From an optimization exercise on the open Yosys and OpenROAD flow, aimed at small area, a short achievable clock period and few clock cycles per item; shortcuts taken in it are not production practice. Function was checked by simulation only, so behaviour that the tests miss may differ from the original. Power is estimated from default activity; no workload was simulated.

// maccol
module maccol (
    input  wire         clk,
    input  wire         rst,           
    input  wire         in_valid,
    output wire         in_ready,
    input  wire         int4,
    input  wire [255:0] a,
    input  wire [255:0] b,
    input  wire [31:0]  acc_in,
    output reg          out_valid,
    output reg  [31:0]  acc_out,
    output reg          acc_sat
);
Settings: LEC_CHECK=0, CAP_MARGIN=20, CORE_MARGIN=2, CORE_UTILIZATION=65, SLEW_MARGIN=60, SYNTH_HIERARCHICAL=1; clock period 20.0 ns.
standard.sh (not shown) runs the stock make flow with config.mk's settings and CLKGATE_MAP_FILE= SYNTH_SCRIPT=/design/flow/synth_recipe.tcl, a recipe that flattens the netlist after the stock synthesis.
==> flow/flow/run.sh <==
#!/bin/bash
# The standard layout, with two changes to how it is made:
#  - the port buffers are the smallest plain buffer (every input and output
#    port still gets its own buffer);
#  - the clock tree uses larger sink clusters and no dummy loads.
set -euo pipefail
export BUFFER_PORTS_ARGS="-buffer_cell sky130_fd_sc_hd__buf_1"
export CTS_ARGS="-sink_clustering_enable -repair_clock_nets -dont_use_dummy_load -sink_clustering_size 30 -sink_clustering_max_diameter 80"
bash standard.sh > orfs_make.log 2>&1
Testbench counts at the start, summed over its fixed seeds: cycles 32,032, items 32,000.
Then changed:
--- a/flow/config.mk
+++ b/flow/config.mk
@@ -11 +11 @@
-export SLEW_MARGIN = 60
+export SLEW_MARGIN = 40
The new run passed the timing, DRC and antenna checks.
Power grows slightly.
Routed wire length hardly moves.
Worst hold slack degrades by 0.0045 ns.
Synthesized area does not change.
Sequential power hardly moves.
First-iteration DRC count shrinks slightly.
Non-clock buffer count shrinks by 1.
Utilization shrinks by 0.11 points.
Setup slack degrades by 0.072 ns.
Design area stays flat.
Clock skew shrinks by 0.037 ns.

---

== run 1 ==
maccol, a different RTL version from the one above (not shown whole).
For scale: roughly 5900 cells after synthesis, about 70000 um2 of cells after synthesis.
clock: 20.0 ns
lec_check: 0
cap_margin: 20
core_margin: 2
core_utilization: 65
slew_margin: 60
synth_hierarchical: 1
==> flow/flow/run.sh <==
#!/bin/bash
# The standard layout, with the port buffers made from the smallest plain
# buffer (every input and output port still gets its own buffer).
set -euo pipefail
export BUFFER_PORTS_ARGS="-buffer_cell sky130_fd_sc_hd__buf_1"
bash standard.sh > orfs_make.log 2>&1
Testbench counts of run 1, summed over its fixed seeds: cycles 32,032, items 32,000.
Relative to run 1, the following input files were edited for run 2:
==> flow/flow/run.sh <==
#!/bin/bash
# The standard layout, with two changes to how it is made:
#  - the port buffers are the smallest plain buffer (every input and output
#    port still gets its own buffer);
#  - the clock tree uses larger sink clusters and no dummy loads.
set -euo pipefail
export BUFFER_PORTS_ARGS="-buffer_cell sky130_fd_sc_hd__buf_1"
export CTS_ARGS="-sink_clustering_enable -repair_clock_nets -dont_use_dummy_load -sink_clustering_size 30 -sink_clustering_max_diameter 80"
bash standard.sh > orfs_make.log 2>&1
--- outcome ---
- Cmp run 2 and run 1 / overall power after layout / higher: run 1
- Number of cells on the worst hold path: run 2 vs run 1, no meaningful difference
- Comparing run 1 with run 2, the register cell area after layout came out essentially unchanged.
- Cmp run 2 and run 1 / layout clock buffer count / lower: run 2
- Compared to run 1, the routing of run 2 uses less wire.
- On worst setup slack: between run 2 and run 1, it ends up lower for run 2.
- The final cell count of run 2 falls short of that of run 1 by 135.
- Number of antenna repair diodes for run 2: 19 down relative to run 1
What run 3 does differently from run 2 at the input level:
==> flow/flow/run.sh <==
#!/bin/bash
# The standard layout, with two changes to how it is made:
#  - the port buffers are the smallest plain buffer (every input and output
#    port still gets its own buffer);
#  - the clock tree is built from clkbuf_8 cells, without dummy loads.
set -euo pipefail
export BUFFER_PORTS_ARGS="-buffer_cell sky130_fd_sc_hd__buf_1"
export CTS_ARGS="-sink_clustering_enable -repair_clock_nets -dont_use_dummy_load -buf_list sky130_fd_sc_hd__clkbuf_8"
bash standard.sh > orfs_make.log 2>&1
## What came out
Across both runs, static power due to leakage was higher for run 3 than for run 2.
The total chip power in run 3 sits about 1.9% above the value recorded for run 2.
In the final reports, the cell area of run 3 is larger than that of run 2.
Worst hold margin for run 3 is lower than for run 2.
From run 2 to run 3 the numbers moved as follows: number of buffers and inverters on the critical path moved up; fraction of power consumed by the clock network up 1.6 points; final setup skew decreased by 0.016 ns relative to the old numbers.
Between run 3 and run 2, it is run 3 whose net load switching power is higher, by about 1.4%.
Looking at capturing element of the worst setup path, the q1_5931 result is from run 2; the acc_out[14] one comes from run 3.

==> afterwards: timing with drivers on the ports <==
Ports are ideal in the flow. The routed layouts listed here were re-timed in OpenROAD. Step 1 sets driving cells, clkbuf_16 on the clock port and buf_2 on the other inputs (assumed; they add their load-dependent delay and slew). Step 2 times the ports against the registers' clock, not the clock port: input delays grow and output delays shrink by t, the midpoint of the rising clock arrivals with the driver on. Three values: ideal, step 1, step 2; two values: the first two.
| run | t, ns | setup slack, ns | worst setup path after step 2 | worst data-port slew with drivers (ns) | pins driven straight from the clock port |
|---|---|---|---|---|---|
| the first run of note 1 | 0.761 | 14.788 / 14.700 / 14.886 | register to register | 0.07 | 1 |
| the second run of note 1 | 0.767 | 14.716 / 14.712 / 14.716 | register to register | 0.09 | 1 |
| run 1 | 0.831 | 14.755 / 14.679 / 14.755 | register to register | 0.11 | 1 |
| run 2 | 0.781 | 14.742 / 14.668 / 14.742 | register to register | 0.11 | 1 |
| run 3 | 0.945 | 14.611 / 14.524 / 14.743 | register to register | 0.11 | 1 |
After both steps every run listed still meets setup and hold.
